What follows belongs to an exercise in optimizing a design on an open flow for small area, a short achievable clock period and few clock cycles per item; a production flow would make more cautious choices.
Only the layout flow was run in this run; the RTL was not checked for function there.

<file path="config.mk">
export PLATFORM = sky130hd
export DESIGN_NAME = yx_sha256
export DESIGN_NICKNAME = yx_sha256
export VERILOG_FILES = /design/flow/design.v
export SDC_FILE = /design/flow/constraint.sdc
export NUM_CORES = 4
export LEC_CHECK = 0
export CAP_MARGIN = 20
export CORE_MARGIN = 2
export CORE_UTILIZATION = 40
export SLEW_MARGIN = 20
</file>
<file path="design.v">
module yx_sha256 (
  input  wire         clk,
  input  wire         rst,       
  input  wire         start,
  input  wire         first,
  input  wire [511:0] block,     
  output wire         ready,
  output reg          done,
  output wire [255:0] digest     
);
  localparam [31:0] IV0 = 32'h6a09e667, IV1 = 32'hbb67ae85,
                    IV2 = 32'h3c6ef372, IV3 = 32'ha54ff53a,
                    IV4 = 32'h510e527f, IV5 = 32'h9b05688c,
                    IV6 = 32'h1f83d9ab, IV7 = 32'h5be0cd19;
  function [31:0] rotr(input [31:0] x, input integer n);
    rotr = (x >> n) | (x << (32 - n));
  endfunction
  function [31:0] kconst(input [5:0] t);
    case (t)
      6'd0:  kconst = 32'h428a2f98; 6'd1:  kconst = 32'h71374491;
      6'd2:  kconst = 32'hb5c0fbcf; 6'd3:  kconst = 32'he9b5dba5;
      6'd4:  kconst = 32'h3956c25b; 6'd5:  kconst = 32'h59f111f1;
      6'd6:  kconst = 32'h923f82a4; 6'd7:  kconst = 32'hab1c5ed5;
      6'd8:  kconst = 32'hd807aa98; 6'd9:  kconst = 32'h12835b01;
      6'd10: kconst = 32'h243185be; 6'd11: kconst = 32'h550c7dc3;
      6'd12: kconst = 32'h72be5d74; 6'd13: kconst = 32'h80deb1fe;
      6'd14: kconst = 32'h9bdc06a7; 6'd15: kconst = 32'hc19bf174;
      6'd16: kconst = 32'he49b69c1; 6'd17: kconst = 32'hefbe4786;
      6'd18: kconst = 32'h0fc19dc6; 6'd19: kconst = 32'h240ca1cc;
      6'd20: kconst = 32'h2de92c6f; 6'd21: kconst = 32'h4a7484aa;
      6'd22: kconst = 32'h5cb0a9dc; 6'd23: kconst = 32'h76f988da;
      6'd24: kconst = 32'h983e5152; 6'd25: kconst = 32'ha831c66d;
      6'd26: kconst = 32'hb00327c8; 6'd27: kconst = 32'hbf597fc7;
      6'd28: kconst = 32'hc6e00bf3; 6'd29: kconst = 32'hd5a79147;
      6'd30: kconst = 32'h06ca6351; 6'd31: kconst = 32'h14292967;
      6'd32: kconst = 32'h27b70a85; 6'd33: kconst = 32'h2e1b2138;
      6'd34: kconst = 32'h4d2c6dfc; 6'd35: kconst = 32'h53380d13;
      6'd36: kconst = 32'h650a7354; 6'd37: kconst = 32'h766a0abb;
      6'd38: kconst = 32'h81c2c92e; 6'd39: kconst = 32'h92722c85;
      6'd40: kconst = 32'ha2bfe8a1; 6'd41: kconst = 32'ha81a664b;
      6'd42: kconst = 32'hc24b8b70; 6'd43: kconst = 32'hc76c51a3;
      6'd44: kconst = 32'hd192e819; 6'd45: kconst = 32'hd6990624;
      6'd46: kconst = 32'hf40e3585; 6'd47: kconst = 32'h106aa070;
      6'd48: kconst = 32'h19a4c116; 6'd49: kconst = 32'h1e376c08;
      6'd50: kconst = 32'h2748774c; 6'd51: kconst = 32'h34b0bcb5;
      6'd52: kconst = 32'h391c0cb3; 6'd53: kconst = 32'h4ed8aa4a;
      6'd54: kconst = 32'h5b9cca4f; 6'd55: kconst = 32'h682e6ff3;
      6'd56: kconst = 32'h748f82ee; 6'd57: kconst = 32'h78a5636f;
      6'd58: kconst = 32'h84c87814; 6'd59: kconst = 32'h8cc70208;
      6'd60: kconst = 32'h90befffa; 6'd61: kconst = 32'ha4506ceb;
      6'd62: kconst = 32'hbef9a3f7; default: kconst = 32'hc67178f2;
    endcase
  endfunction
  reg         busy;                        
  reg         fst;                         
  reg  [5:0]  round;                       
  reg  [31:0] h0, h1, h2, h3, h4, h5, h6, h7;    
  reg  [31:0] a, b, c, e, f, g;            
  reg  [31:0] p, q;                        
  reg  [31:0] w [0:15];                    
  wire last   = busy & (round == 6'd63);
  assign ready  = ~busy | last;
  assign digest = {h0, h1, h2, h3, h4, h5, h6, h7};
  wire accept = start & ready;
  wire [31:0] big_s1 = rotr(e, 6) ^ rotr(e, 11) ^ rotr(e, 25);
  wire [31:0] ch     = (e & f) ^ (~e & g);
  wire [31:0] big_s0 = rotr(a, 2) ^ rotr(a, 13) ^ rotr(a, 22);
  wire [31:0] maj    = (a & b) ^ (a & c) ^ (b & c);
  wire [31:0] a_rnd  = big_s1 + ch + q + big_s0 + maj;    
  wire [31:0] e_rnd  = big_s1 + ch + p;                   
  wire [31:0] b0 = fst ? IV0 : h0;
  wire [31:0] b1 = fst ? IV1 : h1;
  wire [31:0] b2 = fst ? IV2 : h2;
  wire [31:0] b3 = fst ? IV3 : h3;
  wire [31:0] b4 = fst ? IV4 : h4;
  wire [31:0] b5 = fst ? IV5 : h5;
  wire [31:0] b6 = fst ? IV6 : h6;
  wire [31:0] b7 = fst ? IV7 : h7;
  wire [31:0] h0_nx = last ? a_rnd : h0;
  wire [31:0] h1_nx = last ? b1 + a : h1;
  wire [31:0] h2_nx = last ? b2 + b : h2;
  wire [31:0] h3_nx = last ? b3 + c : h3;
  wire [31:0] h4_nx = last ? e_rnd : h4;
  wire [31:0] h5_nx = last ? b5 + e : h5;
  wire [31:0] h6_nx = last ? b6 + f : h6;
  wire [31:0] h7_nx = last ? b7 + g : h7;
  wire [31:0] i0 = first ? IV0 : h0_nx;
  wire [31:0] i1 = first ? IV1 : h1_nx;
  wire [31:0] i2 = first ? IV2 : h2_nx;
  wire [31:0] i3 = first ? IV3 : h3_nx;
  wire [31:0] i4 = first ? IV4 : h4_nx;
  wire [31:0] i5 = first ? IV5 : h5_nx;
  wire [31:0] i6 = first ? IV6 : h6_nx;
  wire [31:0] i7 = first ? IV7 : h7_nx;
  wire [31:0] sml_s0 = rotr(w[1], 7) ^ rotr(w[1], 18) ^ (w[1] >> 3);
  wire [31:0] sml_s1 = rotr(w[14], 17) ^ rotr(w[14], 19) ^ (w[14] >> 10);
  wire [31:0] w_next = sml_s1 + w[9] + sml_s0 + w[0];
  wire        pre_last = (round == 6'd62);
  wire [31:0] k_nx     = kconst(round + 6'd1);
  wire [31:0] q_run    = g + k_nx + w[1] + (pre_last ? b0 : 32'd0);
  wire [31:0] p_run    = c + g + k_nx + w[1] + (pre_last ? b4 : 32'd0);
  wire [31:0] w0_in    = block[511:480];
  wire        chain    = ~first & last;
  wire [31:0] x3       = first ? IV3 : last ? b3 : h3;
  wire [31:0] x7       = first ? IV7 : last ? b7 : h7;
  wire [31:0] y3       = chain ? c : 32'd0;
  wire [31:0] y7       = chain ? g : 32'd0;
  wire [31:0] q_new    = x7 + y7 + 32'h428a2f98 + w0_in;
  wire [31:0] p_new    = x3 + y3 + x7 + y7 + 32'h428a2f98 + w0_in;
  integer i;
  always @(posedge clk) begin
    if (rst) begin
      busy  <= 1'b0;
      done  <= 1'b0;
      round <= 6'd0;
    end else begin
      done <= last;
      if (accept) begin
        busy  <= 1'b1;
        round <= 6'd0;
      end else if (busy) begin
        if (last) busy <= 1'b0;
        round <= round + 6'd1;
      end
    end
  end
  always @(posedge clk) begin
    if (last) begin
      h0 <= h0_nx; h1 <= h1_nx; h2 <= h2_nx; h3 <= h3_nx;
      h4 <= h4_nx; h5 <= h5_nx; h6 <= h6_nx; h7 <= h7_nx;
    end
    if (accept) begin
      a <= i0; b <= i1; c <= i2;
      e <= i4; f <= i5; g <= i6;
      fst <= first;
      p <= p_new;
      q <= q_new;
      for (i = 0; i < 16; i = i + 1)
        w[i] <= block[511 - 32*i -: 32];
    end else begin
      a <= a_rnd; b <= a; c <= b;
      e <= e_rnd; f <= e; g <= f;
      p <= p_run;
      q <= q_run;
      for (i = 0; i < 15; i = i + 1)
        w[i] <= w[i + 1];
      w[15] <= w_next;
    end
  end
endmodule
</file>
<file path="run.sh">
#!/bin/bash
# synth_recipe.tcl (not shown) runs the flow's synth.tcl, then flattens the netlist and writes it again
# the make line also repeats each setting of config.mk as NAME=value (left out here)
make -C /OpenROAD-flow-scripts/flow DESIGN_CONFIG=/design/flow/config.mk WORK_HOME=/design/flow/orfs CLKGATE_MAP_FILE= SYNTH_SCRIPT=/design/flow/synth_recipe.tcl finish
</file>
<file path="constraint.sdc">
create_clock -name core_clock -period 8.0 [get_ports {clk}]
set_input_delay 1.6000 -clock core_clock [delete_from_list [all_inputs] [get_ports {clk}]]
set_output_delay 1.6000 -clock core_clock [all_outputs]
set_load 0.01 [all_outputs]
</file>
==> out/metrics.yaml <==
status:
  status: "no timing/DRC/antenna violations"
sta:
  slew_headroom_pct: 17.76
  maxSlewViolCount: 0
  worst_pin_slew_ns: 1.225
  hold_violations: 0
  clock_skew_ns: 0.05005
  setup_viol: 0
  period_share_pct: 92.57
  max_freq_mhz: 135.0
  grt_setup_unrepaired: "false"
  period_needed_ns: 7.406
  tns_ns: 0
synth:
  yosys.area.top_type: "dfxtp_1"
  synth-seq-cells: 1033
  synth_edf_count: 257
  synth.cell_area_um2: 73530
  synth_top_cell_area_share_pct: 21.13
  synth.yosys.seq_area_share_pct: 31.62
  yosysWarnings: 2
  synth_top_flop_cell: "dfxtp_1"
  synthesis.nets: 10210
  synth.top_cells.by_area: "dfxtp_1 (21%), fa_1 (11%), nand2_1 (11%)"
  synth_cell_types: 85
  async_reset_ff_share_pct: 0
  synth_cells: 8775
  postSynthAreaPerCell_um2: 8.380
critical_path:
  slowest_delay_ns: 0.55
  crit_path_top_delay_cell: "fa_1"
  crit_arrival_ns: 8.05
  end_kind: "register"
  crit_required_ns: 8.64
  crit_top_cell: "o21ai_0"
  crit_path_max_fanout: 17
  path_cells: "buf_4 -> and2_1 -> buf_4 -> and3_1 -> nand3_4 -> nor2_4 -> and2_1 -> fa_1 -> fa_1 -> inv_1 -> fa_1 -> inv_1 -> ha_1 -> a211oi_1 -> o21ai_0 -> a31oi_1 -> a31oi_1 -> a31oi_1 -> o21ai_0 -> o41ai_1 -> o21ai_0 -> xnor2_1 -> nand2_1 -> o21ai_0"
  crit_type: "reg -> reg"
  critPathLaunchType: "register"
global_routing:
  track_usage_pct: 33.49
  grt_max_degree: 223
  grt_pass1_vias: 63670
  antenna_found_initial: 43
  grt_pass1_wl_um: 452900
  grt_overflow: 0
route:
  wl_um: 320600
  vias: 66140
  drt-pass1-iter-count: 5
  vias_per_cell: 5.475
  ant_nets: 0
  drt_iter0_drc: 6663
  post-route-drc-count: 0
  wl_per_cell_um: 26.54
floorplan:
  num_rows: 157
  core_area_um2: 182900
  die_area_um2: 187300
  initial_utilization_pct: 40.21
  die_y_um: 432.8
  ioPinCount: 774
  dieWidth_um: 432.8
cts:
  clk_path_buf_depth: 3
  htree_levels: 3
  insertion_delay_ns: 0.81
  cts_resized: 0
  post-cts-setup-buffers: 0
  cts_tree: "yes"
  cts_buffers: 120
  cts.clk_slew.worst_paths_ns: 0.08
  cts_hold_buffers: 0
  clock_sinks: 1033
  cts_root_buffer: "clkbuf_16"
placed_design:
  io_buffers: 773
  place_congestion: 1.005
  hpwl_um: 259100
min_path:
  holdCritPathClass: "reg -> reg"
layout:
  area_growth_pct: 21.06
  nets: 10930
  fill_cells: 17810
  layout-drive-gt1-share_pct: 6.345
run:
  cap_violations: 0
[path summary, 6_finish.rpt]
| path | endpoint | from | slack (ns) | cells after the start |
|---|---|---|---|---|
| setup / recovery | p[31] | round[2] | 0.59 | 24 |
| setup reg to reg | p[31] | round[2] | 0.59 | 24 |
| hold / removal | w[11][26] | w[12][26] | 0.41 | 2 |
| hold reg to reg | w[11][26] | w[12][26] | 0.41 | 2 |
[cell type report]
type / instances / area (um2) / share of cell area, %
tap: 2464 / 3083 / 3.463
clock inverter: 49 / 620.6 / 0.6972
multi-input combinational: 6680 / 46410 / 52.13
antenna: 18 / 45.04 / 0.05060
clock buffer: 177 / 3522 / 3.957
sequential: 1033 / 23250 / 26.12
inverter: 650 / 2455 / 2.758
timing repair buffer: 1009 / 9629 / 10.82
[per-stage QoR]
| step | hold slack [ns] | area (um2) | instances | worst slack, ns | utilization (%) |
|---|---|---|---|---|---|
| 5_1_grt | 0.4286 | 88990 | 12070 | 0.1180 | 48.66 |
| 3_5_place_dp | 0.4051 | 84830 | 11840 | 0.1532 | 46.38 |
| 6_report | 0.4092 | 89010 | 12080 | 0.5943 | 48.67 |
| 3_3_place_gp | 0.4038 | 84830 | 11840 | 0.1820 | 46.38 |
| 4_1_cts | 0.4019 | 88970 | 12060 | 0.7046 | 48.65 |
| 2_1_floorplan | 0.3988 | 73530 | 8775 | 0.5710 | - |
[cells in the mapped netlist (31+ instances only)]
cell type  count
inv_1        648
nand3_1       89
ha_1         510
nor2_1       400
a22o_1        68
nand2_1     2122
a211oi_1      49
and2_1        59
nand2b_1      58
a31oi_1       51
and3_1        40
a21oi_1      477
edfxtp_1     257
o211ai_1      39
o31ai_1       33
maj3_1        31
o22a_1        73
nor3_1        99
dfxtp_1      776
o21bai_1      61
fa_1         410
or2_2        123
clkbuf_1     379
xor2_1       170
xnor2_1      487
o21a_1        73
o21ai_0      481
nor2b_1      133
a21o_1       199
[metal layers]
| layer | global-route usage (%) | up-vias | wire length (um) |
|---|---|---|---|
| li1 | - | 30760 | - |
| met1 | 46.32 | 32270 | 140200 |
| met2 | 51.77 | 2624 | 141100 |
| met3 | 6.330 | 471 | 26030 |
| met4 | 12.41 | 20 | 13090 |
| met5 | 0 | - | 126 |
[critical path, delay by kind of cell (launching register included)]
| family | cells | cell delay (ns) |
|---|---|---|
| adder cells (fa/ha/maj) | 4 | 1.79 |
| flip-flops | 1 | 0.54 |
| AO/OA/AOI/OAI | 9 | 2.87 |
| buffers and inverters | 4 | 0.47 |
| XOR/XNOR | 1 | 0.16 |
| AND/OR/NAND/NOR | 6 | 1.41 |
[cell usage in the layout, fill, tap and decap left out, types with 27 or more instances in the layout]
master and n:
nor2_1 397, maj3_1 31, a211oi_1 49, inv_1 647, and2_1 59, fa_1 410, and3_1 40, dfxtp_1 776
o22a_1 73, a21o_1 199, clkbuf_16 124, o211ai_1 39, o21a_1 73, o21ai_0 477, a22o_1 68, nor2b_1 133
clkbuf_1 31, clkdlybuf4s50_1 772, edfxtp_1 257, a31oi_1 51, o21bai_1 61, or2_2 123, nor3_1 99, ha_1 509
xnor2_1 484, nand2_1 2120, nand2b_1 58, o31ai_1 32, a21oi_1 476, nand4_1 30, xor2_1 167, o22ai_1 27
buf_4 226, nand3_1 88
[cell families after synthesis]
logic type               synth area share [%]
AO/OA/AOI/OAI                           15.82
XOR/XNOR                                7.848
adder cells (fa/ha/maj)                 20.26
buffers and inverters                   5.438
flip-flops                              31.62
multiplexers                           0.4084
AND/OR/NAND/NOR                         18.60
[flip-flops by register name, indices dropped and copies added, names as in the netlist, 6 cells and up]
| register | count |
|---|---|
| h0 | 32 |
| q | 32 |
| e | 32 |
| w | 512 |
| round | 6 |
| h1 | 32 |
| h6 | 32 |
| h7 | 32 |
| f | 32 |
| g | 32 |
| p | 32 |
| b | 32 |
| h2 | 32 |
| c | 32 |
| h3 | 32 |
| a | 32 |
| h5 | 32 |
| h4 | 32 |

[separate check: timing with driven ports]
In the flow no input, the clock included, has a driving cell. The finished layout below was timed again as built, in two steps.
Step 1 assumes that a clkbuf_16 drives the clock port and a buf_2 every other input.
Step 2 moves the port delays by t, midway between the first and last clock arrival at a register: inputs arrive t later, outputs are due t later. That takes back most of the time a late clock gives input paths.
Three values: ideal, step 1, step 2; two values: the first two.
shift t [ns]: 0.871
setup slack, ns: 0.594 / 0.594 / -0.091
clock arrival spread, ns: 0.050 / 0.050
With both steps, setup timing fails in this run, where it was met with ideal ports. The setup slack of this run moves by 0.000 ns with the drivers and by -0.685 ns with both steps.
